From an optimization exercise on the open Yosys and OpenROAD flow, aimed at small area, a short achievable clock period and few clock cycles per item; shortcuts taken in it are not production practice. Where RTL was checked, it was by simulation tests only, not by an equivalence proof against the original. No functional check of the RTL was part of runs 3 and 5 to 7.

===== design/flow/config.mk =====
export PLATFORM = sky130hd
export DESIGN_NAME = par_engine
export DESIGN_NICKNAME = par_engine
export VERILOG_FILES = /design/flow/design.v
export SDC_FILE = /design/flow/constraint.sdc
export NUM_CORES = 4
export LEC_CHECK = 0
export CAP_MARGIN = 20
export CORE_MARGIN = 2
export CORE_UTILIZATION = 60
export PLACE_DENSITY = 0.75
export SLEW_MARGIN = 20

===== design/flow/constraint.sdc =====
create_clock -name core_clock -period 22.0 [get_ports {clk}]
set_input_delay 4.4000 -clock core_clock [delete_from_list [all_inputs] [get_ports {clk}]]
set_output_delay 4.4000 -clock core_clock [all_outputs]
set_load 0.01 [all_outputs]

===== design/flow/design.v =====
module par_engine (
    input  wire         clk,
    input  wire         rst_n,
    input  wire         in_valid,
    output wire         in_ready,
    input  wire         in_first,
    input  wire         in_last,
    input  wire [1:0]   in_kind,      
    input  wire [3:0]   in_sheet,
    input  wire [127:0] in_data,
    input  wire [1:0]   cfg_nerase,
    input  wire [3:0]   cfg_sx,
    input  wire [3:0]   cfg_sy,
    output reg          out_valid,
    input  wire         out_ready,
    output reg  [127:0] out_a,
    output reg  [127:0] out_b,
    output reg          out_lost
);
    function [7:0] xtime;
        input [7:0] a;
        xtime = {a[6:0], 1'b0} ^ (a[7] ? 8'h1D : 8'h00);
    endfunction
    function [7:0] gf_mul;
        input [7:0] a;
        input [7:0] b;
        integer i;
        reg [7:0] p, aa;
        begin
            p  = 8'h00;
            aa = a;
            for (i = 0; i < 8; i = i + 1) begin
                if (b[i]) p = p ^ aa;
                aa = xtime(aa);
            end
            gf_mul = p;
        end
    endfunction
    localparam [127:0]  W_TAB  = 128'h261387CDE8743A1D8040201008040201;
    localparam [127:0]  K1_TAB = 128'h2C58B07DFAE9CF831B366CD8AD478E01;
    localparam [2047:0] K2_TAB = 2048'h00C382B4A868A0A946177A403339608AC3009B19754DD05D4F8C2EF4806672C0829B002B32EA9ABDBA9E055CF51DCCE4B4192B005664C9296769210AB8F73A85A875325600ACC88F52CED242146DF374684DEA64AC00458D03A481B98428DAFBA0D09AC9C845008A0706551F6F1550A9A95DBD298F8D8A00090E0CAA3EDE2AA0464FBA675203070900121C18497CA154178C9E69CEA4060E120024383092F85F7A2E0521D281550C1C240048706039ED40F45C0A42B91FAA1838480090E0C0723380F5B814846F3E49307090003DDD9D39661DF76D2815DE7C9260E03D007AA76072CC3AF3DA502AA1F839C0DD7A00F48AC0E48574FBA9A0545FED729DA7F400;
    function [7:0] gf_w;
        input [3:0] s;
        gf_w = W_TAB[8*s +: 8];
    endfunction
    function [7:0] gf_k;
        input [1:0] n;
        input [3:0] sx;
        input [3:0] sy;
        begin
            if (n == 2'd0)      gf_k = 8'h01;
            else if (n == 2'd1) gf_k = K1_TAB[8*sx +: 8];
            else                gf_k = K2_TAB[8*{sx, sy} +: 8];
        end
    endfunction
    reg          s1_v;
    reg          s1_first;
    reg          s1_last;
    reg  [1:0]   s1_kind;
    reg  [3:0]   s1_sheet;
    reg  [127:0] s1_d;
    reg  [1:0]   g_n;
    reg  [3:0]   g_sx;
    reg  [3:0]   g_sy;
    reg          ready_r;
    assign in_ready = ready_r;
    wire take = in_valid && ready_r;
    always @(posedge clk) begin
        s1_v     <= rst_n && take;
        s1_first <= in_first;
        s1_last  <= in_last;
        s1_kind  <= in_kind;
        s1_sheet <= in_sheet;
        s1_d     <= in_data;
        if (take && in_first) begin
            g_n  <= cfg_nerase;
            g_sx <= cfg_sx;
            g_sy <= cfg_sy;
        end
    end
    wire       n0 = (g_n == 2'd0);
    wire       n2 = g_n[1];
    wire [7:0] y  = n2 ? gf_w(g_sy) : 8'h00;
    reg [7:0] v;
    always @(*) begin
        case (s1_kind)
            2'd0:    v = gf_w(s1_sheet) ^ y;
            2'd1:    v = y;
            2'd2:    v = {7'd0, !n0};
            default: v = 8'h00;
        endcase
    end
    wire [7:0] coef = gf_mul(gf_k(g_n, g_sx, g_sy), v);
    reg          s2_v;
    reg          s2_last;
    reg          s2_clr;      
    reg          s2_binc;     
    reg          s2_p;
    reg          s2_q;
    reg  [1:0]   s2_n;
    reg  [7:0]   s2_c;
    reg  [127:0] s2_d;
    always @(posedge clk) begin
        s2_v    <= rst_n && s1_v;
        s2_last <= s1_last;
        s2_clr  <= s1_v && s1_first;
        s2_binc <= s1_v && (s1_kind == 2'd0 || (s1_kind == 2'd1 && !n0));
        s2_p    <= s1_v && (s1_kind == 2'd1);
        s2_q    <= s1_v && (s1_kind == 2'd2);
        s2_n    <= g_n;
        s2_c    <= s1_v ? coef : 8'd0;
        s2_d    <= s1_d;
    end
    reg  [127:0] acc_a;
    reg  [127:0] acc_b_n;
    wire [127:0] acc_b = ~acc_b_n;
    reg          g_sp;
    reg          g_sq;
    reg          a_done;      
    reg [63:0] cols;
    integer j;
    always @(*) begin
        cols[7:0] = s2_c;
        for (j = 1; j < 8; j = j + 1)
            cols[8*j +: 8] = xtime(cols[8*(j-1) +: 8]);
    end
    reg [127:0] nxt_a;
    reg [127:0] nxt_b;
    integer l, b;
    always @(*) begin
        for (l = 0; l < 16; l = l + 1) begin
            nxt_a[8*l +: 8] = s2_clr ? 8'h00 : acc_a[8*l +: 8];
            for (b = 0; b < 8; b = b + 1)
                if (s2_d[8*l + b]) nxt_a[8*l +: 8] = nxt_a[8*l +: 8] ^ cols[8*b +: 8];
        end
        nxt_b = (s2_clr ? 128'd0 : acc_b) ^ (s2_binc ? s2_d : 128'd0);
    end
    wire nxt_sp = (!s2_clr && g_sp) || s2_p;
    wire nxt_sq = (!s2_clr && g_sq) || s2_q;
    wire r_n0 = (s2_n == 2'd0);
    wire r_n1 = (s2_n == 2'd1);
    wire r_n2 = s2_n[1];
    wire res_lost = r_n1 ? !(nxt_sp || nxt_sq) : r_n2 ? !(nxt_sp && nxt_sq) : 1'b0;
    wire a_from_b = r_n0 || (r_n1 && nxt_sp);
    wire [127:0] res_a = res_lost ? 128'd0 : (a_from_b ? nxt_b : nxt_a);
    wire [127:0] res_b = (res_lost || r_n1) ? 128'd0 : r_n0 ? nxt_a : (nxt_a ^ nxt_b);
    wire fin      = (s2_v && s2_last) || a_done;
    wire out_free = !out_valid;
    wire out_load = fin && out_free;
    wire n_s1last = take && in_last;
    wire n_fin    = (s1_v && s1_last) || (fin && !out_free);
    wire n_ov     = out_load || (out_valid && !out_ready);
    wire n_ready  = !((n_s1last || (n_fin && n_ov)) && (n_fin || n_ov));
    always @(posedge clk) begin
        acc_a <= nxt_a;
        acc_b_n <= ~nxt_b;
        g_sp  <= nxt_sp;
        g_sq  <= nxt_sq;
        if (out_load) begin
            out_a    <= res_a;
            out_b    <= res_b;
            out_lost <= res_lost;
        end
        if (!rst_n) begin
            a_done    <= 1'b0;
            out_valid <= 1'b0;
            ready_r   <= 1'b1;
        end else begin
            a_done    <= fin && !out_free;
            out_valid <= n_ov;
            ready_r   <= n_ready;
        end
    end
endmodule

===== design/flow/flow/run.sh =====
#!/bin/bash
set -euo pipefail
export BUFFER_PORTS_ARGS="-buffer_cell sky130_fd_sc_hd__buf_1"
export CTS_ARGS="-sink_clustering_enable -repair_clock_nets -sink_clustering_size 24 -sink_clustering_max_diameter 100 -buf_list sky130_fd_sc_hd__clkbuf_16 -sink_clustering_levels 1 -dont_use_dummy_load"
bash standard.sh > flow.log 2>&1

===== design/flow/standard.sh =====
#!/bin/bash
# synth_recipe.tcl (not shown) runs the flow's synth.tcl, then flattens the netlist and writes it again
# the make line also repeats each setting of config.mk as NAME=value (left out here)
make -C /OpenROAD-flow-scripts/flow DESIGN_CONFIG=/design/flow/config.mk WORK_HOME=/design/flow/orfs CLKGATE_MAP_FILE= SYNTH_SCRIPT=/design/flow/synth_recipe.tcl "${@:-finish}"

==> impl_metrics.env, run 1 <==
export IMPL_synth_edf_count=267
export IMPL_synthFlopType="dfxtp_1"
export IMPL_multi_input_area_sq_um=24900
export IMPL_grt_max_degree=81
export IMPL_nets=5626
export IMPL_design_area_sq_um=48670
export IMPL_drt_first_pass_iters=6
export IMPL_crit_family="flip-flops"
export IMPL_die_width_um=280.1
export IMPL_grt_use_total=0.3463
export IMPL_maxCapViolCount=0
export IMPL_worst_slew_pin_slew_ps=1200
export IMPL_htreeDepth=2
export IMPL_grt_pass1_vias=36120
export IMPL_cp_end_kind="primary output"
export IMPL_synth_avg_cell_area_sq_um=8.523
export IMPL_synth_top_cells_by_area="dfxtp_1 24%, xnor2_1 18%, edfxtp_1 18%"
export IMPL_antenna_found_initial=0
export IMPL_clk_latency_ps=640
export IMPL_reg2reg_depth=10
export IMPL_hold_viol_final=0
export IMPL_area_growth_pct=6.410
export IMPL_initial_core_util=0.6042
export IMPL_rsz0062_at_grt="false"
export IMPL_layout_drive_gt1_share=0.03835
export IMPL_syn_inst=5366
export IMPL_drc=0
export IMPL_numPortBuffers=408
export IMPL_overflow=0
export IMPL_drtAntennaViolNets=0
export IMPL_hp_class="register to register"
export IMPL_cts_buffer_depth=3
export IMPL_tns_ps=0
export IMPL_slew_violations=0
export IMPL_crit_required_ps=17600
export IMPL_gp_congestion=1.018
export IMPL_yosysSeqAreaShare=0.4126
export IMPL_die_area_sq_um=78450
export IMPL_drtIter0Drc=3995
export IMPL_period_needed_ps=5733
export IMPL_antenna_cells=0
export IMPL_synth_cell_area_sq_um=45740
export IMPL_num_fill_cells=6278
export IMPL_core_area_sq_um=75700
export IMPL_skew_ps=114.1
export IMPL_wl_mm=139.6
export IMPL_place_area_sq_um=47640
export IMPL_cts_clk_slew_worst_paths_ps=100
export IMPL_path_max_fanout=1
export IMPL_hold_depth=0
export IMPL_synth_most_common_cell="nand2_1"
export IMPL_dp_hpwl_mm=88.51
export IMPL_final_util=0.6429
export IMPL_cts_tree="built"
export IMPL_cts_root_buffer="clkbuf_16"
export IMPL_critPathArrivalTime_ps=1330
export IMPL_crit_chain="buf_1"
export IMPL_cts_buffers_inserted=41
export IMPL_routedWlPerCell_um=21.71
export IMPL_synth_top_area_share=0.2372
export IMPL_critPathSlowestCell="edfxtp_1"
export IMPL_async_flop_share=0
export IMPL_rrSetupSlack_ps=16570
export IMPL_grt_pass1_wl_mm=211.7
export IMPL_slew_headroom=0.1998
export IMPL_fmax_mhz=174.4
export IMPL_whs_ps=301.8
export IMPL_synth_net_count=5540
export IMPL_ys_top_cells_by_count="1262 x nand2_1, 921 x xnor2_1, 542 x dfxtp_1"
export IMPL_vias=37600
export IMPL_slowest_delay_ps=470
export IMPL_ys_ff_latch=809
export IMPL_cts_sinks=809
export IMPL_post_cts_buffers=0
export IMPL_crit_path_start_kind="register"
export IMPL_io_pins=409
export IMPL_setup_viol=0
export IMPL_synth_cell_type_count=91
export IMPL_via_per_inst=5.850
export IMPL_crit_cells=1
export IMPL_timing_critical_path_buf_inv=1
export IMPL_yosysTopAreaCell="dfxtp_1"
export IMPL_cts_hold_buf=0
export IMPL_num_rows=101
export IMPL_yosysWarnings=1
export IMPL_period_share=0.2606
export IMPL_die_h_um=280.1
export IMPL_outcome="complete, no violations"
export IMPL_regArea_sq_um=18900
export IMPL_worstSetupPathType="register to primary output"
export IMPL_cts_resized=0
registers in the layout (all words and copies together) (netlist names), 2 cells and up:
signal    count
acc_a       128
acc_b_n     128
out_a       128
out_b       128
s1_d        128
s2_d        128
s2_c          8
g_sx          4
g_sy          4
s1_sheet      4
g_n           2
s1_kind       2
s2_n          2
cell usage in the layout, fill, tap and decap left out, types with 10 or more instances in the layout:
cell	Yosys	layout
a211oi_1	16	16
a21o_1	11	10
a21oi_1	90	90
a22oi_1	46	46
a311oi_1	12	12
a31oi_1	19	18
and2_1	11	11
buf_1	47	408
buf_4	9	62
clkbuf_16	0	41
dfxtp_1	542	532
edfxtp_1	267	267
ha_1	24	24
inv_1	153	151
mux2_2	33	33
mux2i_1	37	37
nand2_1	1262	1261
nand2b_1	37	37
nand3_1	23	23
nor2_1	531	530
nor2b_1	43	42
nor3_1	25	25
o211ai_1	15	15
o21ai_0	113	113
o221ai_1	10	10
o22ai_1	140	140
xnor2_1	921	912
xnor2_2	4	12
xor2_1	392	380
xor2_4	0	13
per-layer routing:
metal,wire length (um),track usage,up-vias,share of wire
li1,-,-,17230,-
met1,55350,0.4581,17880,0.40
met2,64400,0.5579,2089,0.46
met3,13340,0.05721,399,0.096
met4,6479,0.1554,0,0.046
met5,0,0,-,0
layout make-up:
type	instances	share of cell area
multi-input cells	3972	0.5116
inverters	157	0.01226
clock buffers	41	0.02108
repair buffers	471	0.04160
flip-flops and latches	809	0.3883
well taps	978	0.02514
path summary, 6_finish.rpt:
check | from | endpoint
worst max-delay path | out_b[5] | out_b[5]
worst max register to register | s2_c[5] | out_b[108]
worst min register to register | s1_d[114] | s2_d[114]
worst min-delay path | s1_d[114] | s2_d[114]
per-stage QoR:
| step | std cells | setup slack [ps] |
|---|---|---|
| after floorplan | 5366 | 8991 |
| after global placement | 6386 | 16700 |
| after detailed placement | 6387 | 16670 |
| after CTS | 6428 | 16260 |
| after global routing | 6428 | 16260 |
| final | 6428 | 16270 |
kinds of logic after synthesis:
kind of cell               after synthesis  synth area share
xor gates and xnor gates              1324            0.2561
AOI/OAI and AO/OA                      567           0.08185
adders and majority gates               25          0.006785
DFF                                    809            0.4126
buffers and inverters                  585           0.05094
muxes                                   77           0.01967
and+or+nand+nor                       1979            0.1721
Testbench counts, summed over its fixed seeds: cycles 24,088, items 3,200.
==> run 2: changes to the inputs <==
--- a/design/flow/config.mk
+++ b/design/flow/config.mk
@@ -9,4 +9,6 @@
 export CORE_MARGIN = 2
-export CORE_UTILIZATION = 60
-export PLACE_DENSITY = 0.75
+export CORE_UTILIZATION = 55
+export CTS_BUF_LIST = sky130_fd_sc_hd__clkbuf_16
+export CTS_CLUSTER_DIAMETER = 100
+export CTS_CLUSTER_SIZE = 24
 export SLEW_MARGIN = 20
==> run 2 against run 1 <==
  * Global-route usage is 1.9 points lower
  * Worst setup slack better by 42 ps
  * Area after synthesis is the same
  * Fmax up 0.74%
  * Sequential share of layout area down 0.064 points
  * Non-clock buffer count shrank 9
  * First-iteration DRC count down 11%
  * Die area grew 9.0%
  * Wire length up 2.8%
  * Clock skew shrank 47 ps
  * Highest routed layer is now met5
==> impl_metrics.env, run 2 <==
export IMPL_post_place_ws_ps=16650
export IMPL_setup_viol=0
export IMPL_regArea_sq_um=18900
export IMPL_nets=5619
export IMPL_cts_root_buffer="clkbuf_16"
export IMPL_place_area_sq_um=47670
export IMPL_dp_hpwl_mm=91.63
export IMPL_mostFrequentLayoutCells="1261 x nand2_1, 912 x xnor2_1, 532 x dfxtp_1"
export IMPL_overflow=0
export IMPL_design_area_sq_um=48750
export IMPL_whs_ps=285.1
export IMPL_drc=0
export IMPL_cp_end_kind="primary output"
export IMPL_slowest_delay_ps=490
export IMPL_dr_max_layer_used="met5"
export IMPL_die_h_um=292.4
export IMPL_num_fill_cells=7483
export IMPL_ys_top_cells_by_count="1262 x nand2_1, 921 x xnor2_1, 542 x dfxtp_1"
export IMPL_fmax_mhz=175.7
export IMPL_synth_top_area_share=0.2372
export IMPL_period_share=0.2587
export IMPL_synth_net_count=5540
export IMPL_skew_ps=67.52
export IMPL_critPathSlowestCell="edfxtp_1"
export IMPL_clk_latency_ps=630
export IMPL_hp_class="register to register"
export IMPL_crit_family="flip-flops"
export IMPL_period_needed_ps=5691
export IMPL_synth_cell_area_sq_um=45740
export IMPL_io_pins=409
export IMPL_path_max_fanout=1
export IMPL_cts_resized=0
export IMPL_die_width_um=292.4
export IMPL_worst_slew_pin_slew_ps=1190
export IMPL_critPathArrivalTime_ps=1290
export IMPL_slew_headroom=0.2052
export IMPL_yosysWarnings=1
export IMPL_syn_inst=5366
export IMPL_cts_buffers_inserted=43
export IMPL_cts_sinks=809
export IMPL_rsz0062_at_grt="false"
export IMPL_numPortBuffers=408
export IMPL_drt_met1_wl_mm=61.05
export IMPL_synth_edf_count=267
export IMPL_wl_mm=143.5
export IMPL_async_flop_share=0
export IMPL_drtIter0Drc=3552
export IMPL_routedWlPerCell_um=22.03
export IMPL_wl_met3_mm=11.40
export IMPL_die_area_sq_um=85480
export IMPL_yosysSeqAreaShare=0.4126
export IMPL_grt_pass1_wl_mm=217.6
export IMPL_hold_viol_final=0
export IMPL_multi_input_area_sq_um=24900
export IMPL_htreeDepth=2
export IMPL_layout_drive_gt1_share=0.03711
export IMPL_cts_tree="built"
export IMPL_synth_top_cells_by_area="dfxtp_1 24%, xnor2_1 18%, edfxtp_1 18%"
export IMPL_yosysTopAreaCell="dfxtp_1"
export IMPL_drtAntennaViolNets=0
export IMPL_worstSetupPathType="register to primary output"
export IMPL_grt_use_total=0.3277
export IMPL_num_rows=105
export IMPL_antenna_found_initial=3
export IMPL_tns_ps=0
export IMPL_slew_violations=0
export IMPL_grt_pass1_vias=34840
export IMPL_setup_ws_ps=16310
export IMPL_grt_max_degree=86
export IMPL_post_cts_buffers=0
export IMPL_initial_core_util=0.5561
export IMPL_synth_cell_type_count=91
export IMPL_cts_buffer_depth=3
export IMPL_crit_required_ps=17600
export IMPL_crit_path_start_kind="register"
export IMPL_core_area_sq_um=82240
export IMPL_cts_hold_buf=0
export IMPL_outcome="complete, no violations"
export IMPL_timing_critical_path_buf_inv=1
export IMPL_maxCapViolCount=0
export IMPL_gp_congestion=0.9618
export IMPL_crit_chain="buf_1"
export IMPL_via_per_inst=5.622
export IMPL_synth_avg_cell_area_sq_um=8.523
export IMPL_drt_first_pass_iters=6
export IMPL_cts_clk_slew_worst_paths_ps=90
export IMPL_vias=36620
export IMPL_route_met2_wl_mm=66.54
export IMPL_synthFlopType="dfxtp_1"
export IMPL_ys_ff_latch=809
export IMPL_final_common_cell="nand2_1"
export IMPL_area_growth_pct=6.585
export IMPL_synth_most_common_cell="nand2_1"
run 2: worst paths after layout:
path / startpoint / to / slack [ps] / cells after the start
max: out_b[4] / out_b[4] / 16310 / 1
min: s1_d[13] / s2_d[13] / 290 / 0
max reg2reg: g_sy[2] / s2_c[3] / 16610 / 14
min reg2reg: s1_d[13] / s2_d[13] / 290 / 0
run 2: per-layer routing:
layer	track usage	up-vias
li1	-	17230
met1	0.4550	17480
met2	0.5321	1660
met3	0.04249	256
met4	0.1034	4
met5	0	-
run 2: layout make-up:
| class | instances | share of cell area |
|---|---|---|
| flip-flops and latches | 809 | 0.3877 |
| diodes | 1 | 0.00005133 |
| inverters | 157 | 0.01224 |
| multi-input cells | 3972 | 0.5108 |
| well taps | 1070 | 0.02746 |
| repair buffers | 462 | 0.03973 |
| clock buffers | 43 | 0.02207 |
run 2: through the flow:
stage            util  cells
2_1_floorplan       -   5366
3_3_place_gp   0.5796   6470
3_5_place_dp   0.5796   6470
4_1_cts        0.5927   6513
5_1_grt        0.5927   6513
6_report       0.5927   6514
run 2: kinds of logic after synthesis:
kind of cell	share of synthesized area
mux	0.01967
simple gates	0.1721
fa+ha+maj	0.006785
xor+xnor	0.2561
compound gates	0.08185
buf+inv	0.05094
flops	0.4126
==> run 3: changes to the inputs <==
--- a/design/flow/design.v
+++ b/design/flow/design.v
@@ -113,4 +113,5 @@
     end
-    reg  [127:0] acc_a;
+    reg  [127:0] acc_a_n;
     reg  [127:0] acc_b_n;
+    wire [127:0] acc_a = ~acc_a_n;
     wire [127:0] acc_b = ~acc_b_n;
@@ -154,3 +155,3 @@
     always @(posedge clk) begin
-        acc_a <= nxt_a;
+        acc_a_n <= ~nxt_a;
         acc_b_n <= ~nxt_b;
==> run 3 against run 2 <==
  * Clock skew rose by 18 ps
  * Still clean
  * Largest cell class unchanged
  * Register-to-register slack worse by 560 ps
  * Clock-buffer cell count unchanged
  * Area after synthesis down 1.7%
  * Critical path depth is 11 higher
  * Non-clock buffer count fell by 3
  * Wire length rose by 2.2%
  * Sequential share of layout area increased by 0.66 points
  * Die area decreased by 1.7%
  * Utilization increased by 0.13 points
==> impl_metrics.env, run 3 <==
export IMPL_crit_required_ps=22350
export IMPL_layout_drive_gt1_share=0.03509
export IMPL_die_area_sq_um=84040
export IMPL_numPortBuffers=408
export IMPL_period_needed_ps=5950
export IMPL_overflow=0
export IMPL_crit_path_start_kind="register"
export IMPL_synth_cell_type_count=90
export IMPL_crit_family="XOR/XNOR gates"
export IMPL_outcome="complete, no violations"
export IMPL_clk_latency_ps=630
export IMPL_cts_clk_slew_worst_paths_ps=90
export IMPL_async_flop_share=0
export IMPL_ys_top_cells_by_count="1146 x nand2_1, 813 x xnor2_1, 621 x nor2_1"
export IMPL_reg2reg_depth=12
export IMPL_synth_avg_cell_area_sq_um=8.654
export IMPL_cp_common_cell="xnor2_1"
export IMPL_cts_tree="built"
export IMPL_final_util=0.5940
export IMPL_critPathArrivalTime_ps=6300
export IMPL_synthFlopType="dfxtp_1"
export IMPL_maxCapViolCount=0
export IMPL_yosysTopAreaCell="dfxtp_1"
export IMPL_slew_headroom=0.2804
export IMPL_slowest_delay_ps=950
export IMPL_routedWlPerCell_um=23.17
export IMPL_drtIter0Drc=3876
export IMPL_grt_max_degree=85
export IMPL_nets=5448
export IMPL_cts_buffer_depth=3
export IMPL_post_cts_buffers=0
export IMPL_syn_inst=5195
export IMPL_area_growth_pct=6.596
export IMPL_num_rows=104
export IMPL_initial_core_util=0.5572
export IMPL_cts_buffers_inserted=43
export IMPL_worst_slew_pin_slew_ps=1079
export IMPL_drt_first_pass_iters=7
export IMPL_mostFrequentLayoutCells="1144 x nand2_1, 807 x xnor2_1, 620 x nor2_1"
export IMPL_gp_congestion=1.019
export IMPL_die_h_um=289.9
export IMPL_fmax_mhz=168.1
export IMPL_r2r_end="out_b[107]"
export IMPL_cts_sinks=809
export IMPL_synth_cell_area_sq_um=44960
export IMPL_core_area_sq_um=80680
export IMPL_antenna_cells=0
export IMPL_wl_mm=146.7
export IMPL_drtAntennaViolNets=0
export IMPL_whs_ps=301.3
export IMPL_critPathSlowestCell="dfxtp_4"
export IMPL_grt_pass1_wl_mm=221.8
export IMPL_setup_viol=0
export IMPL_synth_most_common_cell="nand2_1"
export IMPL_place_area_sq_um=46830
export IMPL_rrSetupSlack_ps=16050
export IMPL_rsz0062_at_grt="false"
export IMPL_hold_depth=0
export IMPL_worstSetupPathType="register to register"
export IMPL_cts_root_buffer="clkbuf_16"
export IMPL_crit_chain="nand2b_2 > nand2_4 > buf_4 > xor2_1 > xnor2_2 > buf_4 > nand2_1 > xnor2_1 > xnor2_1 > xnor2_1 > xor2_1 > nor2_1"
export IMPL_cp_end_kind="register"
export IMPL_hp_class="register to register"
export IMPL_io_pins=409
export IMPL_design_area_sq_um=47920
export IMPL_period_share=0.2705
export IMPL_yosysWarnings=1
export IMPL_synth_top_cells_by_area="dfxtp_1 24%, edfxtp_1 18%, xnor2_1 16%"
export IMPL_skew_ps=85.87
export IMPL_cts_hold_buf=0
export IMPL_synth_net_count=5369
export IMPL_vias=36330
export IMPL_grt_pass1_vias=34600
export IMPL_path_max_fanout=54
export IMPL_final_common_cell="nand2_1"
export IMPL_synth_edf_count=267
export IMPL_htreeDepth=2
export IMPL_yosysSeqAreaShare=0.4197
export IMPL_dp_hpwl_mm=93.42
export IMPL_r2r_start="s2_c[7]"
export IMPL_antenna_found_initial=8
export IMPL_drc=0
export IMPL_whs_endpoint="s2_d[1]"
export IMPL_slew_violations=0
export IMPL_via_per_inst=5.738
export IMPL_hold_viol_final=0
export IMPL_grt_use_total=0.3401
export IMPL_die_width_um=289.9
export IMPL_timing_critical_path_buf_inv=2
export IMPL_ys_ff_latch=809
export IMPL_tns_ps=0
export IMPL_cts_resized=0
export IMPL_synth_top_area_share=0.2414
export IMPL_min_from="s1_d[1]"
[run 3: changes by cell type in the layout (fill, tap and decap cells not counted), moves of 11 or more]
| cell | delta |
|---|---|
| mux2_2 | -12 |
| xnor2_1 | -105 |
| nand2_1 | -117 |
| a21oi_1 | +15 |
| a32oi_1 | +11 |
| nand2b_1 | +16 |
| xor2_1 | +93 |
| mux2i_1 | -28 |
| inv_1 | -131 |
| nor2b_1 | -17 |
| nor2_1 | +90 |
[run 3: cell families (layout without fill, tap and decap cells)]
kind of cell,after synthesis,after routing,share of synthesized area
AOI/OAI and AO/OA,586,586,0.08706
xor gates and xnor gates,1315,1315,0.2618
adders and majority gates,26,26,0.007125
buffers and inverters,448,525,0.03980
DFF,809,809,0.4197
muxes,31,31,0.007765
and+or+nand+nor,1980,1980,0.1768
[run 3: area by class of cell]
type	count	area [sq um]
multi-input combinational	3938	24620
fill	7211	32760
sequential	809	18900
tap	1060	1326
clock buffer	43	1076
timing repair buffer	459	1914
inverter	23	86.33
[run 3: metrics by stage]
stage,worst slack (ps),std cells
6_report,16050,6332
5_1_grt,15880,6332
4_1_cts,16230,6332
3_5_place_dp,16280,6289
3_3_place_gp,16420,6289
2_1_floorplan,8991,5195
[run 3: worst reg2reg max path: stages, from the launching register on]
cell	delay [ps]
dfxtp_4	950
nand2b_2	790
nand2_4	800
buf_4	630
xor2_1	540
xnor2_2	220
buf_4	390
nand2_1	120
xnor2_1	230
xnor2_1	110
xnor2_1	650
xor2_1	210
nor2_1	50
[run 3: layer usage]
metal | part of all wire | global-route usage | up-vias | routed length (um)
li1 | - | - | 16840 | -
met1 | 0.42 | 0.4633 | 17490 | 61440
met2 | 0.46 | 0.5543 | 1680 | 67740
met3 | 0.083 | 0.04994 | 315 | 12150
met4 | 0.036 | 0.1161 | 12 | 5315
met5 | 0.00054 | 0 | - | 79
[run 3: how the worst max path moves through the flow]
stage | endpoint | slack [ps] | cells after the start | startpoint
finish | out_b[107] | 16050 | 12 | s2_c[7]
global placement | out_b[124] | 16420 | 12 | s2_c[7]
detailed placement | out_b[124] | 16280 | 12 | s2_c[7]
CTS | out_b[114] | 16230 | 1 | out_b[114]
floorplan | ready_r | 8990 | 4 | s2_v
global route | out_b[107] | 15880 | 12 | s2_c[7]
==> run 4: changes to the inputs <==
--- a/design/flow/design.v
+++ b/design/flow/design.v
@@ -113,5 +113,4 @@
     end
-    reg  [127:0] acc_a_n;
+    reg  [127:0] acc_a;
     reg  [127:0] acc_b_n;
-    wire [127:0] acc_a = ~acc_a_n;
     wire [127:0] acc_b = ~acc_b_n;
@@ -155,3 +154,3 @@
     always @(posedge clk) begin
-        acc_a_n <= ~nxt_a;
+        acc_a <= nxt_a;
         acc_b_n <= ~nxt_b;
==> design/flow/flow/run.sh (replaced) <==
#!/bin/bash
set -euo pipefail
export BUFFER_PORTS_ARGS="-buffer_cell sky130_fd_sc_hd__buf_1"
export CTS_ARGS="-sink_clustering_enable -repair_clock_nets -sink_clustering_size 24 -sink_clustering_max_diameter 100 -buf_list sky130_fd_sc_hd__clkbuf_16 -dont_use_dummy_load"
bash standard.sh > flow.log 2>&1
==> run 4 against run 3 <==
  * Still clean
  * Final cell count increased by 2.9%
  * Worst setup slack improved by 260 ps
  * Critical path depth decreased by 11
  * Utilization decreased by 0.13 points
  * Sequential cell count unchanged
  * Hold slack got worse by 16 ps
  * Non-clock buffer count increased by 3
  * Sequential share of layout area decreased by 0.66 points
  * Clock skew decreased by 18 ps
  * Largest cell class unchanged
==> impl_metrics.env, run 4 <==
export IMPL_period_needed_ps=5691
export IMPL_gp_congestion=0.9618
export IMPL_drt_met1_wl_mm=61.05
export IMPL_area_growth_pct=6.585
export IMPL_initial_core_util=0.5561
export IMPL_period_share=0.2587
export IMPL_setup_viol=0
export IMPL_nets=5619
export IMPL_timing_critical_path_buf_inv=1
export IMPL_layout_drive_gt1_share=0.03711
export IMPL_synth_cell_type_count=91
export IMPL_path_max_fanout=1
export IMPL_critPathSlowestCell="edfxtp_1"
export IMPL_synth_net_count=5540
export IMPL_synth_top_cells_by_area="dfxtp_1 24%, xnor2_1 18%, edfxtp_1 18%"
export IMPL_worstSetupPathType="register to primary output"
export IMPL_r2r_start="g_sy[2]"
export IMPL_num_rows=105
export IMPL_die_area_sq_um=85480
export IMPL_wl_mm=143.5
export IMPL_mostFrequentLayoutCells="1261 x nand2_1, 912 x xnor2_1, 532 x dfxtp_1"
export IMPL_rrSetupSlack_ps=16610
export IMPL_cp_end_kind="primary output"
export IMPL_htreeDepth=2
export IMPL_outcome="complete, no violations"
export IMPL_crit_required_ps=17600
export IMPL_crit_family="flip-flops"
export IMPL_hold_viol_final=0
export IMPL_crit_chain="buf_1"
export IMPL_critPathArrivalTime_ps=1290
export IMPL_hp_class="register to register"
export IMPL_final_util=0.5927
export IMPL_synth_edf_count=267
export IMPL_cts_tree="built"
export IMPL_cts_resized=0
export IMPL_skew_ps=67.52
export IMPL_syn_inst=5366
export IMPL_whs_ps=285.1
export IMPL_synth_avg_cell_area_sq_um=8.523
export IMPL_antenna_found_initial=3
export IMPL_clk_latency_ps=630
export IMPL_regArea_sq_um=18900
export IMPL_async_flop_share=0
export IMPL_ys_ff_latch=809
export IMPL_die_h_um=292.4
export IMPL_dp_hpwl_mm=91.63
export IMPL_slew_headroom=0.2052
export IMPL_core_area_sq_um=82240
export IMPL_multi_input_area_sq_um=24900
export IMPL_rsz0062_at_grt="false"
export IMPL_slew_violations=0
export IMPL_post_cts_buffers=0
export IMPL_drt_first_pass_iters=6
export IMPL_min_from="s1_d[13]"
export IMPL_final_common_cell="nand2_1"
export IMPL_grt_pass1_vias=34840
export IMPL_dp_cells=6470
export IMPL_tns_ps=0
export IMPL_grt_pass1_wl_mm=217.6
export IMPL_route_met2_wl_mm=66.54
export IMPL_yosysWarnings=1
export IMPL_vias=36620
export IMPL_fmax_mhz=175.7
export IMPL_yosysSeqAreaShare=0.4126
export IMPL_synthFlopType="dfxtp_1"
export IMPL_cts_root_buffer="clkbuf_16"
export IMPL_grt_use_total=0.3277
export IMPL_die_width_um=292.4
export IMPL_via_per_inst=5.622
export IMPL_reg2reg_depth=14
export IMPL_drtAntennaViolNets=0
export IMPL_cts_sinks=809
export IMPL_routedWlPerCell_um=22.03
export IMPL_drtIter0Drc=3552
export IMPL_hold_depth=0
export IMPL_cts_buffer_depth=3
export IMPL_num_fill_cells=7483
export IMPL_overflow=0
export IMPL_maxCapViolCount=0
export IMPL_slowest_delay_ps=490
export IMPL_worst_slew_pin_slew_ps=1190
export IMPL_cts_clk_slew_worst_paths_ps=90
export IMPL_startpoint="out_b[4]"
export IMPL_dr_max_layer_used="met5"
export IMPL_synth_most_common_cell="nand2_1"
export IMPL_whs_endpoint="s2_d[13]"
export IMPL_grt_max_degree=86
export IMPL_synth_cell_area_sq_um=45740
export IMPL_crit_path_start_kind="register"
export IMPL_numPortBuffers=408
export IMPL_cts_buffers_inserted=43
export IMPL_synth_top_area_share=0.2372
export IMPL_r2r_end="s2_c[3]"
export IMPL_wl_met3_mm=11.40
export IMPL_cts_hold_buf=0
export IMPL_instances_no_fill=6514
export IMPL_drc=0
export IMPL_ys_top_cells_by_count="1262 x nand2_1, 921 x xnor2_1, 542 x dfxtp_1"
export IMPL_yosysTopAreaCell="dfxtp_1"
export IMPL_io_pins=409
run 4: worst max-delay path by stage:
| stage | end | depth (start not counted) |
|---|---|---|
| finish | out_b[4] | 1 |
| global route | out_b[4] | 1 |
| global placement | g_sy[0] | 2 |
| CTS | out_b[4] | 1 |
| detailed placement | g_sy[0] | 2 |
| floorplan | ready_r | 4 |
run 4: area by class of cell:
class | instances | share of cell area
multi-input combinational | 3972 | 0.5108
sequential | 809 | 0.3877
timing repair buffer | 462 | 0.03973
tap | 1070 | 0.02746
clock buffer | 43 | 0.02207
inverter | 157 | 0.01224
antenna | 1 | 0.00005133
run 4: layer usage:
metal	global-route usage	vias to the layer above
met5	0	-
met2	0.5321	1660
li1	-	17230
met3	0.04249	256
met4	0.1034	4
met1	0.4550	17480
run 4: cells by family (layout without fill, tap and decap cells):
group | Yosys count | after routing | synth area share
adder cells (fa/ha/maj) | 25 | 25 | 0.006785
multiplexers | 77 | 77 | 0.01967
flip-flops | 809 | 809 | 0.4126
XOR/XNOR | 1324 | 1324 | 0.2561
buffers and inverters | 585 | 662 | 0.05094
AO/OA/AOI/OAI | 567 | 567 | 0.08185
other | 0 | 1 | 0
AND/OR/NAND/NOR | 1979 | 1979 | 0.1721
run 4: per-stage QoR:
step	setup WS [ps]	area [sq um]
final	16310	48750
after global routing	16270	48740
after CTS	16250	48740
after detailed placement	16650	47670
after global placement	16690	47670
after floorplan	8991	45740
Testbench counts of run 4, summed over its fixed seeds: cycles 24,088, items 3,200.
==> run 5: changes to the inputs <==
--- a/design/flow/design.v
+++ b/design/flow/design.v
@@ -61,3 +61,6 @@
     reg  [127:0] s1_d;
-    reg  [1:0]   g_n;
+    reg  [1:0]   s1_n;        
+    reg  [3:0]   s1_sx;
+    reg  [3:0]   s1_sy;
+    reg  [1:0]   g_n;         
     reg  [3:0]   g_sx;
@@ -74,2 +77,5 @@
         s1_d     <= in_data;
+        s1_n     <= in_first ? cfg_nerase : g_n;
+        s1_sx    <= in_first ? cfg_sx     : g_sx;
+        s1_sy    <= in_first ? cfg_sy     : g_sy;
         if (take && in_first) begin
@@ -80,5 +86,5 @@
     end
-    wire       n0 = (g_n == 2'd0);
-    wire       n2 = g_n[1];
-    wire [7:0] y  = n2 ? gf_w(g_sy) : 8'h00;
+    wire       n0 = (s1_n == 2'd0);
+    wire       n2 = s1_n[1];
+    wire [7:0] y  = n2 ? gf_w(s1_sy) : 8'h00;
     reg [7:0] v;
@@ -92,3 +98,3 @@
     end
-    wire [7:0] coef = gf_mul(gf_k(g_n, g_sx, g_sy), v);
+    wire [7:0] coef = gf_mul(gf_k(s1_n, s1_sx, s1_sy), v);
     reg          s2_v;
@@ -109,3 +115,4 @@
         s2_q    <= s1_v && (s1_kind == 2'd2);
-        s2_n    <= g_n;
+        if (s1_v)
+            s2_n <= s1_n;
         s2_c    <= s1_v ? coef : 8'd0;
@@ -114,4 +121,3 @@
     reg  [127:0] acc_a;
-    reg  [127:0] acc_b_n;
-    wire [127:0] acc_b = ~acc_b_n;
+    reg  [127:0] acc_b;
     reg          g_sp;
@@ -155,3 +161,3 @@
         acc_a <= nxt_a;
-        acc_b_n <= ~nxt_b;
+        acc_b <= nxt_b;
         g_sp  <= nxt_sp;
==> design/flow/flow/run.sh (replaced) <==
#!/bin/bash
set -euo pipefail
export BUFFER_PORTS_ARGS="-buffer_cell sky130_fd_sc_hd__buf_2"
bash standard.sh > flow.log 2>&1
--- a/design/flow/config.mk
+++ b/design/flow/config.mk
@@ -10,5 +10,2 @@
 export CORE_UTILIZATION = 55
-export CTS_BUF_LIST = sky130_fd_sc_hd__clkbuf_16
-export CTS_CLUSTER_DIAMETER = 100
-export CTS_CLUSTER_SIZE = 24
 export SLEW_MARGIN = 20
==> run 5 against run 4 <==
  * Wire length increased by 4.8%
  * Utilization increased by 3.1 points
  * Worst setup slack got worse by 59 ps
  * Hold slack improved by 26 ps
  * Critical path depth unchanged
  * Sequential cell count increased by 10
  * Register-to-register slack improved by 130 ps
  * Highest routed layer unchanged
  * Die area increased by 2.3%
  * Area after synthesis increased by 2.3%
  * Largest cell class unchanged
==> impl_metrics.env, run 5 <==
export IMPL_routedWlPerCell_um=21.90
export IMPL_rrSetupSlack_ps=16740
export IMPL_synth_avg_cell_area_sq_um=8.463
export IMPL_clk_latency_ps=660
export IMPL_dp_cells=6701
export IMPL_maxCapViolCount=0
export IMPL_htreeDepth=3
export IMPL_cp_end_kind="primary output"
export IMPL_path_max_fanout=1
export IMPL_num_rows=106
export IMPL_cts_clk_slew_worst_paths_ps=60
export IMPL_cts_buffers_inserted=87
export IMPL_synth_top_area_share=0.2353
export IMPL_drtIter0Drc=3793
export IMPL_tns_ps=0
export IMPL_skew_ps=31.27
export IMPL_critPathArrivalTime_ps=1350
export IMPL_cts_tree="built"
export IMPL_overflow=0
export IMPL_setup_viol=0
export IMPL_cts_sinks=819
export IMPL_crit_required_ps=17600
export IMPL_r2r_start="s2_c[7]"
export IMPL_hold_depth=0
export IMPL_slew_violations=0
export IMPL_die_h_um=295.7
export IMPL_outcome="complete, no violations"
export IMPL_yosysWarnings=1
export IMPL_ys_top_cells_by_count="1390 x nand2_1, 1029 x xnor2_1, 550 x dfxtp_1"
export IMPL_synth_most_common_cell="nand2_1"
export IMPL_slowest_delay_ps=510
export IMPL_multi_input_area_sq_um=25320
export IMPL_yosysTopAreaCell="dfxtp_1"
export IMPL_critPathSlowestCell="edfxtp_1"
export IMPL_whs_ps=311.3
export IMPL_via_per_inst=5.595
export IMPL_grt_pass1_vias=36340
export IMPL_whs_endpoint="s2_d[2]"
export IMPL_regArea_sq_um=19120
export IMPL_timing_critical_path_buf_inv=1
export IMPL_grt_max_degree=163
export IMPL_synth_net_count=5704
export IMPL_io_pins=409
export IMPL_cts_buffer_depth=3
export IMPL_mostFrequentLayoutCells="1389 x nand2_1, 1021 x xnor2_1, 537 x dfxtp_1"
export IMPL_synth_edf_count=269
export IMPL_min_from="s1_d[2]"
export IMPL_synth_top_cells_by_area="dfxtp_1 24%, xnor2_1 19%, edfxtp_1 17%"
export IMPL_crit_family="flip-flops"
export IMPL_grt_use_total=0.3364
export IMPL_synthFlopType="dfxtp_1"
export IMPL_cts_root_buffer="clkbuf_16"
export IMPL_post_cts_buffers=0
export IMPL_period_needed_ps=5749
export IMPL_die_area_sq_um=87440
export IMPL_reg2reg_depth=10
export IMPL_gp_congestion=0.9930
export IMPL_worstSetupPathType="register to primary output"
export IMPL_numPortBuffers=408
export IMPL_hp_class="register to register"
export IMPL_synth_cell_type_count=95
export IMPL_drc=0
export IMPL_final_common_cell="nand2_1"
export IMPL_r2r_end="out_b[27]"
export IMPL_die_width_um=295.7
export IMPL_period_share=0.2613
export IMPL_core_area_sq_um=83950
export IMPL_layout_drive_gt1_share=0.1274
export IMPL_synth_cell_area_sq_um=46800
export IMPL_drtAntennaViolNets=0
export IMPL_slew_headroom=0.2312
export IMPL_crit_chain="buf_2"
export IMPL_cts_resized=0
export IMPL_syn_inst=5530
export IMPL_hold_viol_final=0
export IMPL_crit_path_start_kind="register"
export IMPL_async_flop_share=0
export IMPL_instances_no_fill=6865
export IMPL_initial_core_util=0.5574
export IMPL_worst_slew_pin_slew_ps=1151
export IMPL_setup_ws_ps=16250
export IMPL_ys_ff_latch=819
export IMPL_antenna_found_initial=5
export IMPL_vias=38410
export IMPL_grt_pass1_wl_mm=225.0
export IMPL_post_place_ws_ps=16490
export IMPL_dp_hpwl_mm=96.30
export IMPL_cts_hold_buf=0
export IMPL_rsz0062_at_grt="false"
export IMPL_num_fill_cells=7234
export IMPL_nets=5830
export IMPL_drt_first_pass_iters=8
export IMPL_wl_mm=150.3
export IMPL_area_growth_pct=11.92
export IMPL_yosysSeqAreaShare=0.4079
export IMPL_fmax_mhz=173.9
## run 5: cell count changes after synthesis, sizes merged, moves of 21 or more
| cell | before | now |
|---|---|---|
| nor2 | 532 | 375 |
| xor2 | 394 | 255 |
| inv | 155 | 263 |
| mux2 | 33 | 57 |
| nand2 | 1262 | 1390 |
| o21ai | 114 | 135 |
| xnor2 | 925 | 1030 |
| mux2i | 37 | 14 |
## run 5: cells by family after synthesis
| logic type | after synthesis | synth area share |
|---|---|---|
| xor+xnor | 1297 | 0.2465 |
| mux | 77 | 0.01968 |
| fa+ha+maj | 25 | 0.006631 |
| buf+inv | 696 | 0.05877 |
| simple gates | 2006 | 0.1733 |
| compound gates | 610 | 0.08727 |
| flops | 819 | 0.4079 |
## run 5: metal layers
layer  track usage  vias up  wire (um)
met5             0        -         29
met4        0.1462        6       6872
met3       0.04954      379      11110
met2        0.5561     1689      70900
met1        0.4384    18450      61430
li1              -    17890          -
## run 5: worst max-delay path by stage
stage,start,endpoint,slack (ps),depth (start not counted)
after global routing,out_a[115],out_a[115],16240,1
after global placement,in_first,g_n[1],16510,2
after detailed placement,in_first,g_sy[3],16490,2
after floorplan,s2_v,ready_r,8990,4
final,out_a[115],out_a[115],16250,1
after CTS,out_b[115],out_b[115],16230,1
## run 5: per-stage QoR
step	area [sq um]	util
after global placement	49370	0.5881
after global routing	52370	0.6238
final	52380	0.6239
after floorplan	46800	-
after detailed placement	49370	0.5881
after CTS	52370	0.6238
## run 5: cell type report
class	count	area share
diodes	2	0.00009556
multi-input cells	4015	0.4834
clock buffers	120	0.04687
inverters	265	0.01914
flip-flops and latches	819	0.3651
well taps	1134	0.02709
repair buffers	468	0.04783
clock inverters	42	0.01039
==> run 6: changes to the inputs <==
--- a/design/flow/design.v
+++ b/design/flow/design.v
@@ -41,2 +41,3 @@
     localparam [2047:0] K2_TAB = 2048'h00C382B4A868A0A946177A403339608AC3009B19754DD05D4F8C2EF4806672C0829B002B32EA9ABDBA9E055CF51DCCE4B4192B005664C9296769210AB8F73A85A875325600ACC88F52CED242146DF374684DEA64AC00458D03A481B98428DAFBA0D09AC9C845008A0706551F6F1550A9A95DBD298F8D8A00090E0CAA3EDE2AA0464FBA675203070900121C18497CA154178C9E69CEA4060E120024383092F85F7A2E0521D281550C1C240048706039ED40F45C0A42B91FAA1838480090E0C0723380F5B814846F3E49307090003DDD9D39661DF76D2815DE7C9260E03D007AA76072CC3AF3DA502AA1F839C0DD7A00F48AC0E48574FBA9A0545FED729DA7F400;
+    localparam [2047:0] INV_TAB = 2048'hFD7EFF7F75E8D442C9D38F03EAB5E7E36AB2216DB4F374FAF1E2B186F0E63F1491190A9978767310D6D743F9F6C871293AA87D855A62F7D29EA3B86535A55912B6AE9A957B0764C5AFBFF2EB6BEEE587B7BE089C3C0D3BCE0546C234C69F821CA2C709AC94BDDC0B5C0FBC9B4F44DF18F50269532D273149B0E4CC7C1DA1541BFCFECD84BB0677DB79DAFBE9D911D128322FEC20B3EF8D524D17C4B95BCA572441370E9763CBC11361251A818C682338934567161E2B883004A64E92D5F85F36E1150CABA9CF22505E40C3A42E6F89486E338B264A1FD0708A2C56605139ED6C2A4B83A08055DE90664C3EE058C072D8965DAA3D98DD9DADBA7AA747F48E0100;
     function [7:0] gf_w;
@@ -45,11 +46,5 @@
     endfunction
-    function [7:0] gf_k;
-        input [1:0] n;
-        input [3:0] sx;
-        input [3:0] sy;
-        begin
-            if (n == 2'd0)      gf_k = 8'h01;
-            else if (n == 2'd1) gf_k = K1_TAB[8*sx +: 8];
-            else                gf_k = K2_TAB[8*{sx, sy} +: 8];
-        end
+    function [7:0] gf_inv;
+        input [7:0] a;
+        gf_inv = INV_TAB[8*a +: 8];
     endfunction
@@ -59,7 +54,7 @@
     reg  [1:0]   s1_kind;
-    reg  [3:0]   s1_sheet;
+    reg  [1:0]   s1_n;        
+    reg  [7:0]   s1_ws;       
+    reg  [7:0]   s1_y;        
+    reg  [7:0]   s1_l;        
     reg  [127:0] s1_d;
-    reg  [1:0]   s1_n;        
-    reg  [3:0]   s1_sx;
-    reg  [3:0]   s1_sy;
     reg  [1:0]   g_n;         
@@ -70,2 +65,7 @@
     wire take = in_valid && ready_r;
+    wire [1:0] c_n  = in_first ? cfg_nerase : g_n;
+    wire [3:0] c_sx = in_first ? cfg_sx     : g_sx;
+    wire [3:0] c_sy = in_first ? cfg_sy     : g_sy;
+    wire [7:0] c_wy = c_n[1] ? gf_w(c_sy) : 8'h00;
+    wire [7:0] c_l  = (c_n == 2'd0) ? 8'h01 : (gf_w(c_sx) ^ c_wy);
     always @(posedge clk) begin
@@ -75,7 +75,7 @@
         s1_kind  <= in_kind;
-        s1_sheet <= in_sheet;
+        s1_n     <= c_n;
+        s1_ws    <= gf_w(in_sheet);
+        s1_y     <= c_wy;
+        s1_l     <= c_l;
         s1_d     <= in_data;
-        s1_n     <= in_first ? cfg_nerase : g_n;
-        s1_sx    <= in_first ? cfg_sx     : g_sx;
-        s1_sy    <= in_first ? cfg_sy     : g_sy;
         if (take && in_first) begin
@@ -87,4 +87,2 @@
     wire       n0 = (s1_n == 2'd0);
-    wire       n2 = s1_n[1];
-    wire [7:0] y  = n2 ? gf_w(s1_sy) : 8'h00;
     reg [7:0] v;
@@ -92,4 +90,4 @@
         case (s1_kind)
-            2'd0:    v = gf_w(s1_sheet) ^ y;
-            2'd1:    v = y;
+            2'd0:    v = s1_ws ^ s1_y;
+            2'd1:    v = s1_y;
             2'd2:    v = {7'd0, !n0};
@@ -98,3 +96,3 @@
     end
-    wire [7:0] coef = gf_mul(gf_k(s1_n, s1_sx, s1_sy), v);
+    wire [7:0] coef = gf_mul(gf_inv(s1_l), v);
     reg          s2_v;
@@ -115,4 +113,3 @@
         s2_q    <= s1_v && (s1_kind == 2'd2);
-        if (s1_v)
-            s2_n <= s1_n;
+        s2_n    <= s1_v ? s1_n : s2_n;
         s2_c    <= s1_v ? coef : 8'd0;
@@ -120,4 +117,6 @@
     end
-    reg  [127:0] acc_a;
-    reg  [127:0] acc_b;
+    reg  [127:0] acc_a_n;
+    reg  [127:0] acc_b_n;
+    wire [127:0] acc_a = ~acc_a_n;
+    wire [127:0] acc_b = ~acc_b_n;
     reg          g_sp;
@@ -160,4 +159,4 @@
     always @(posedge clk) begin
-        acc_a <= nxt_a;
-        acc_b <= nxt_b;
+        acc_a_n <= ~nxt_a;
+        acc_b_n <= ~nxt_b;
         g_sp  <= nxt_sp;
==> design/flow/flow/run.sh (replaced) <==
#!/bin/bash
set -euo pipefail
export BUFFER_PORTS_ARGS="-buffer_cell sky130_fd_sc_hd__buf_1"
bash standard.sh > flow.log 2>&1
--- a/design/flow/config.mk
+++ b/design/flow/config.mk
@@ -10,2 +10,5 @@
 export CORE_UTILIZATION = 55
+export CTS_BUF_LIST = sky130_fd_sc_hd__clkbuf_16
+export CTS_CLUSTER_DIAMETER = 100
+export CTS_CLUSTER_SIZE = 24
 export SLEW_MARGIN = 20
==> run 6 against run 5 <==
  * Critical path depth up 6
  * Still clean on timing, DRC and antenna
  * Non-clock buffer count down 6
  * Via count down 6.0%
  * Register-to-register slack worse by 400 ps
  * Area after synthesis down 2.9%
  * Synthesized cell count down 5.3%
==> impl_metrics.env, run 6 <==
export IMPL_synth_top_cells_by_area="dfxtp_1 25%, edfxtp_1 18%, xnor2_1 16%"
export IMPL_die_h_um=291.4
export IMPL_whs_endpoint="s2_d[14]"
export IMPL_skew_ps=38.59
export IMPL_synth_top_area_share=0.2476
export IMPL_core_area_sq_um=81980
export IMPL_critPathSlowestCell="mux2i_1"
export IMPL_syn_inst=5236
export IMPL_final_common_cell="nand2_1"
export IMPL_cts_root_buffer="clkbuf_16"
export IMPL_htreeDepth=2
export IMPL_hp_class="register to register"
export IMPL_wl_mm=137.6
export IMPL_tns_ps=0
export IMPL_vias=36110
export IMPL_cp_end_kind="register"
export IMPL_cts_clk_slew_worst_paths_ps=80
export IMPL_ys_top_cells_by_count="1123 x nand2_1, 821 x xnor2_1, 634 x nor2_1"
export IMPL_synthFlopType="dfxtp_1"
export IMPL_via_per_inst=5.623
export IMPL_clk_latency_ps=630
export IMPL_overflow=0
export IMPL_drt_first_pass_iters=6
export IMPL_yosysTopAreaCell="dfxtp_1"
export IMPL_synth_cell_area_sq_um=45430
export IMPL_antenna_found_initial=6
export IMPL_synth_net_count=5395
export IMPL_timing_critical_path_buf_inv=2
export IMPL_cts_buffers_inserted=42
export IMPL_drc=0
export IMPL_slowest_delay_ps=610
export IMPL_r2r_end="s2_c[4]"
export IMPL_period_needed_ps=6231
export IMPL_crit_path_start_kind="input port"
export IMPL_hold_depth=0
export IMPL_async_flop_share=0
export IMPL_grt_use_total=0.3153
export IMPL_num_rows=105
export IMPL_drtIter0Drc=3338
export IMPL_gp_congestion=0.9547
export IMPL_path_max_fanout=20
export IMPL_layout_drive_gt1_share=0.03834
export IMPL_area_growth_pct=7.111
export IMPL_outcome="complete, no violations"
export IMPL_grt_max_degree=137
export IMPL_ys_ff_latch=831
export IMPL_hold_viol_final=0
export IMPL_synth_cell_type_count=90
export IMPL_crit_family="simple AND/OR/NAND/NOR gates"
export IMPL_yosysSeqAreaShare=0.4254
export IMPL_setup_ws_ps=15770
export IMPL_grt_pass1_wl_mm=209.8
export IMPL_num_fill_cells=7430
export IMPL_initial_core_util=0.5542
export IMPL_routedWlPerCell_um=21.43
export IMPL_numPortBuffers=408
export IMPL_crit_required_ps=22480
export IMPL_die_width_um=291.4
export IMPL_nets=5475
export IMPL_dp_hpwl_mm=84.82
export IMPL_synth_edf_count=269
export IMPL_synth_avg_cell_area_sq_um=8.677
export IMPL_io_pins=409
export IMPL_reg2reg_depth=15
export IMPL_cts_sinks=831
export IMPL_grt_pass1_vias=34300
export IMPL_worstSetupPathType="input port to register"
export IMPL_die_area_sq_um=84920
export IMPL_cts_buffer_depth=3
export IMPL_maxCapViolCount=0
export IMPL_crit_chain="clkbuf_2 > mux2i_1 > inv_1 > nor2_1 > nor4_1 > a21o_1 > a221o_1"
export IMPL_period_share=0.2832
export IMPL_setup_viol=0
export IMPL_rsz0062_at_grt="false"
export IMPL_rrSetupSlack_ps=16340
export IMPL_post_place_ws_ps=14730
export IMPL_critPathArrivalTime_ps=6710
export IMPL_synth_most_common_cell="nand2_1"
export IMPL_final_util=0.5936
export IMPL_worst_slew_pin_slew_ps=1115
export IMPL_post_cts_buffers=0
export IMPL_fmax_mhz=160.5
export IMPL_cts_hold_buf=0
export IMPL_yosysWarnings=1
export IMPL_slew_headroom=0.2570
export IMPL_cts_tree="built"
export IMPL_slew_violations=0
export IMPL_drtAntennaViolNets=0
export IMPL_cts_resized=0
export IMPL_min_from="s1_d[14]"
export IMPL_r2r_start="s1_l[1]"
export IMPL_mostFrequentLayoutCells="1121 x nand2_1, 815 x xnor2_1, 633 x nor2_1"
[run 6: layer usage]
metal  GRT usage  share of wire
met1      0.4402           0.44
met2      0.5006           0.45
met3     0.05085          0.080
met4      0.1006          0.031
met5           0        0.00018
[run 6: how the worst max path moves through the flow]
stage	endpoint	cells after the start	from
2_1_floorplan	ready_r	4	s2_v
3_3_place_gp	s1_l[2]	7	in_first
3_5_place_dp	s1_l[2]	7	in_first
4_1_cts	s1_l[2]	7	in_first
5_1_grt	s1_l[2]	7	in_first
6_report	s1_l[2]	7	in_first
[run 6: kinds of logic after synthesis]
group	after synthesis	share of synthesized area
xor+xnor	1316	0.2575
compound gates	614	0.08909
flops	831	0.4254
simple gates	1971	0.1735
buf+inv	448	0.03979
mux	46	0.01192
fa+ha+maj	10	0.002699
[run 6: area by class of cell]
| cell class | instances | area [sq um] | share of cell area |
|---|---|---|---|
| multi-input cells | 3957 | 24640 | 0.5063 |
| flip-flops and latches | 831 | 19360 | 0.3979 |
| repair buffers | 462 | 1971 | 0.04049 |
| well taps | 1070 | 1339 | 0.02751 |
| clock buffers | 42 | 1051 | 0.02160 |
| clock inverters | 33 | 207.7 | 0.004268 |
| inverters | 22 | 82.58 | 0.001697 |
| diodes | 5 | 12.51 | 0.0002571 |
[run 6: per-stage QoR]
| step | hold slack, ps | std cells | area [sq um] |
|---|---|---|---|
| after floorplan | 309.6 | 5236 | 45430 |
| after detailed placement | 312.1 | 6340 | 47360 |
| after global placement | 310.0 | 6340 | 47360 |
| after global routing | 320.4 | 6421 | 48660 |
| after CTS | 301.4 | 6415 | 48620 |
| final | 309.3 | 6422 | 48660 |
==> run 7: changes to the inputs <==
--- a/design/flow/design.v
+++ b/design/flow/design.v
@@ -97,2 +97,9 @@
     wire [7:0] coef = gf_mul(gf_inv(s1_l), v);
+    reg [63:0] cols;
+    integer j;
+    always @(*) begin
+        cols[7:0] = coef;
+        for (j = 1; j < 8; j = j + 1)
+            cols[8*j +: 8] = xtime(cols[8*(j-1) +: 8]);
+    end
     reg          s2_v;
@@ -104,3 +111,3 @@
     reg  [1:0]   s2_n;
-    reg  [7:0]   s2_c;
+    reg  [63:0]  s2_cols;     
     reg  [127:0] s2_d;
@@ -114,3 +121,3 @@
         s2_n    <= s1_v ? s1_n : s2_n;
-        s2_c    <= s1_v ? coef : 8'd0;
+        s2_cols <= s1_v ? cols : 64'd0;
         s2_d    <= s1_d;
@@ -124,9 +131,2 @@
     reg          a_done;      
-    reg [63:0] cols;
-    integer j;
-    always @(*) begin
-        cols[7:0] = s2_c;
-        for (j = 1; j < 8; j = j + 1)
-            cols[8*j +: 8] = xtime(cols[8*(j-1) +: 8]);
-    end
     reg [127:0] nxt_a;
@@ -138,3 +138,3 @@
             for (b = 0; b < 8; b = b + 1)
-                if (s2_d[8*l + b]) nxt_a[8*l +: 8] = nxt_a[8*l +: 8] ^ cols[8*b +: 8];
+                if (s2_d[8*l + b]) nxt_a[8*l +: 8] = nxt_a[8*l +: 8] ^ s2_cols[8*b +: 8];
         end
==> run 7 against run 6 <==
  * Register-to-register slack got worse by 820 ps
  * Utilization shrank 0.61 points
  * Worst setup slack worse by 400 ps
  * Area after synthesis is 1.9% higher
  * Die area up 1.9%
  * Fmax is 6.1% lower
  * Sequential cell count increased by 21
  * Synthesized cell count grew 0.86%
  * Largest cell class unchanged
==> impl_metrics.env, run 7 <==
export IMPL_outcome="complete, no violations"
export IMPL_initial_core_util=0.5542
export IMPL_drt_first_pass_iters=6
export IMPL_final_common_cell="nand2_1"
export IMPL_critPathArrivalTime_ps=7110
export IMPL_cts_resized=0
export IMPL_die_area_sq_um=86530
export IMPL_numPortBuffers=408
export IMPL_io_pins=409
export IMPL_grt_pass1_vias=33690
export IMPL_die_h_um=294.2
export IMPL_synth_most_common_cell="nand2_1"
export IMPL_min_from="s1_d[46]"
export IMPL_cts_root_buffer="clkbuf_16"
export IMPL_drtAntennaViolNets=0
export IMPL_routedWlPerCell_um=21.36
export IMPL_via_per_inst=5.523
export IMPL_area_growth_pct=6.020
export IMPL_num_rows=106
export IMPL_maxCapViolCount=0
export IMPL_tns_ps=0
export IMPL_skew_ps=64.44
export IMPL_cts_buffers_inserted=42
export IMPL_worstSetupPathType="input port to register"
export IMPL_syn_inst=5281
export IMPL_period_needed_ps=6632
export IMPL_synth_top_area_share=0.2521
export IMPL_cts_hold_buf=0
export IMPL_r2r_start="s1_l[1]"
export IMPL_path_max_fanout=19
export IMPL_cts_clk_slew_worst_paths_ps=100
export IMPL_crit_required_ps=22480
export IMPL_mostFrequentLayoutCells="1223 x nand2_1, 709 x xnor2_1, 646 x xor2_1"
export IMPL_layout_drive_gt1_share=0.03500
export IMPL_clk_latency_ps=640
export IMPL_worst_slew_pin_slew_ps=1200
export IMPL_ys_top_cells_by_count="1224 x nand2_1, 709 x xnor2_1, 646 x xor2_1"
export IMPL_slew_headroom=0.1990
export IMPL_htreeDepth=2
export IMPL_grt_pass1_wl_mm=208.7
export IMPL_post_place_ws_ps=14700
export IMPL_dp_hpwl_mm=88.00
export IMPL_period_share=0.3015
export IMPL_final_util=0.5875
export IMPL_setup_viol=0
export IMPL_synth_edf_count=269
export IMPL_vias=35650
export IMPL_grt_max_degree=82
export IMPL_async_flop_share=0
export IMPL_yosysWarnings=1
export IMPL_yosysSeqAreaShare=0.4265
export IMPL_synth_top_cells_by_area="dfxtp_1 25%, edfxtp_1 17%, xnor2_1 13%"
export IMPL_drc=0
export IMPL_antenna_found_initial=8
export IMPL_startpoint="in_first"
export IMPL_cts_sinks=852
export IMPL_drtIter0Drc=3358
export IMPL_rsz0062_at_grt="false"
export IMPL_cts_buffer_depth=3
export IMPL_gp_congestion=0.9457
export IMPL_cts_tree="built"
export IMPL_fmax_mhz=150.8
export IMPL_synth_net_count=5444
export IMPL_hp_class="register to register"
export IMPL_hold_viol_final=0
export IMPL_synth_avg_cell_area_sq_um=8.768
export IMPL_yosysTopAreaCell="dfxtp_1"
export IMPL_overflow=0
export IMPL_core_area_sq_um=83560
export IMPL_post_cts_buffers=0
export IMPL_synth_cell_area_sq_um=46300
export IMPL_ys_ff_latch=852
export IMPL_grt_use_total=0.3117
export IMPL_setup_ws_ps=15370
export IMPL_synth_cell_type_count=103
export IMPL_die_width_um=294.2
export IMPL_synthFlopType="dfxtp_1"
export IMPL_cp_end_kind="register"
export IMPL_slew_violations=0
export IMPL_crit_path_start_kind="input port"
export IMPL_wl_mm=137.9
export IMPL_nets=5502
-- run 7: cell types whose count changed after synthesis, sizes merged, moves of 10 or more --
cell    change
xor2      +167
xnor2     -109
nand2     +100
o21ai      -78
a22oi      -41
a21oi      -29
clkbuf     +29
a32oi      -21
dfxtp      +21
nand2b     -16
mux2       -13
nor2       -13
mux2i      +10
-- run 7: cell type report --
type | count | area, sq um
flip-flops and latches | 852 | 19800
clock buffers | 44 | 1101
repair buffers | 460 | 1947
well taps | 1080 | 1351
clock inverters | 32 | 157.7
fillers | 7472 | 34460
inverters | 23 | 86.33
multi-input cells | 3960 | 24640
diodes | 4 | 10.01
-- run 7: worst max-delay path: stages --
cell and delay [ps]:
buf_1 760, mux2i_1 650, inv_1 180, nor2_1 610, o41ai_1 140, a221o_1 350
-- run 7: cell families (layout without fill, tap and decap cells) --
group,after synthesis,count (layout),share of synthesized area
flops,852,852,0.4265
other cells,0,4,0
xor+xnor,1383,1383,0.2692
compound gates,453,453,0.06836
buf+inv,469,559,0.04229
fa+ha+maj,14,14,0.003729
simple gates,2066,2066,0.1787
mux,44,44,0.01119
-- run 7: final timing paths --
kind / to / slack (ps) / cells past startpoint
worst min register to register: s2_d[46] / 300 / 0
worst max register to register: s2_cols[54] / 15520 / 16
worst max-delay path: s1_l[7] / 15370 / 6
worst min-delay path: s2_d[46] / 300 / 0
-- run 7: metal layers --
metal,GRT usage,vias up,part of all wire
met5,0,-,0.00073
met3,0.04789,231,0.081
met1,0.4495,16920,0.45
met2,0.4821,1514,0.44
li1,-,16970,-
met4,0.09134,14,0.028
-- run 7: metrics by stage --
stage	area (sq um)	cells	hold slack (ps)
detailed placement	47780	6373	312.1
finish	49090	6455	296.8
global placement	47780	6373	310.8
floorplan	46300	5281	309.6
global route	49080	6451	307.1
CTS	49040	6449	303.1

-- port drivers added, routing unchanged --
Ports are ideal in the flow. The routed layouts listed here were re-timed in OpenROAD.
Step 1: set_driving_cell puts a clkbuf_16 on clk and a buf_2 on each other input, an assumption about the parent block.
Step 2 times the ports against the registers' clock, not the clock port: input delays grow and output delays shrink by t, the midpoint of the rising clock arrivals with the driver on.
Slacks: ideal / step 1 / step 2; pairs: ideal / step 1.
| run | t, ns | setup WS [ns] | worst setup path after step 2 | worst register clock-pin slew, ns | cell pins on the clock port's net |
|---|---|---|---|---|---|
| run 1 | 0.651 | 16.267 / 16.196 / 16.572 | register to register | 0.11 / 0.11 | 1 |
| run 2 | 0.663 | 16.309 / 16.243 / 16.607 | register to register | 0.10 / 0.10 | 1 |
| run 3 | 0.658 | 16.050 / 16.050 / 16.050 | register to register | 0.10 / 0.10 | 1 |
| run 4 | 0.663 | 16.309 / 16.243 / 16.607 | register to register | 0.10 / 0.10 | 1 |
| run 5 | 0.719 | 16.251 / 16.179 / 16.498 | input to register | 0.07 / 0.07 | 1 |
| run 6 | 0.679 | 15.769 / 15.817 / 15.138 | input to register | 0.11 / 0.11 | 1 |
| run 7 | 0.672 | 15.368 / 15.410 / 14.737 | input to register | 0.11 / 0.11 | 1 |
After both steps setup and hold are still met in every run listed.
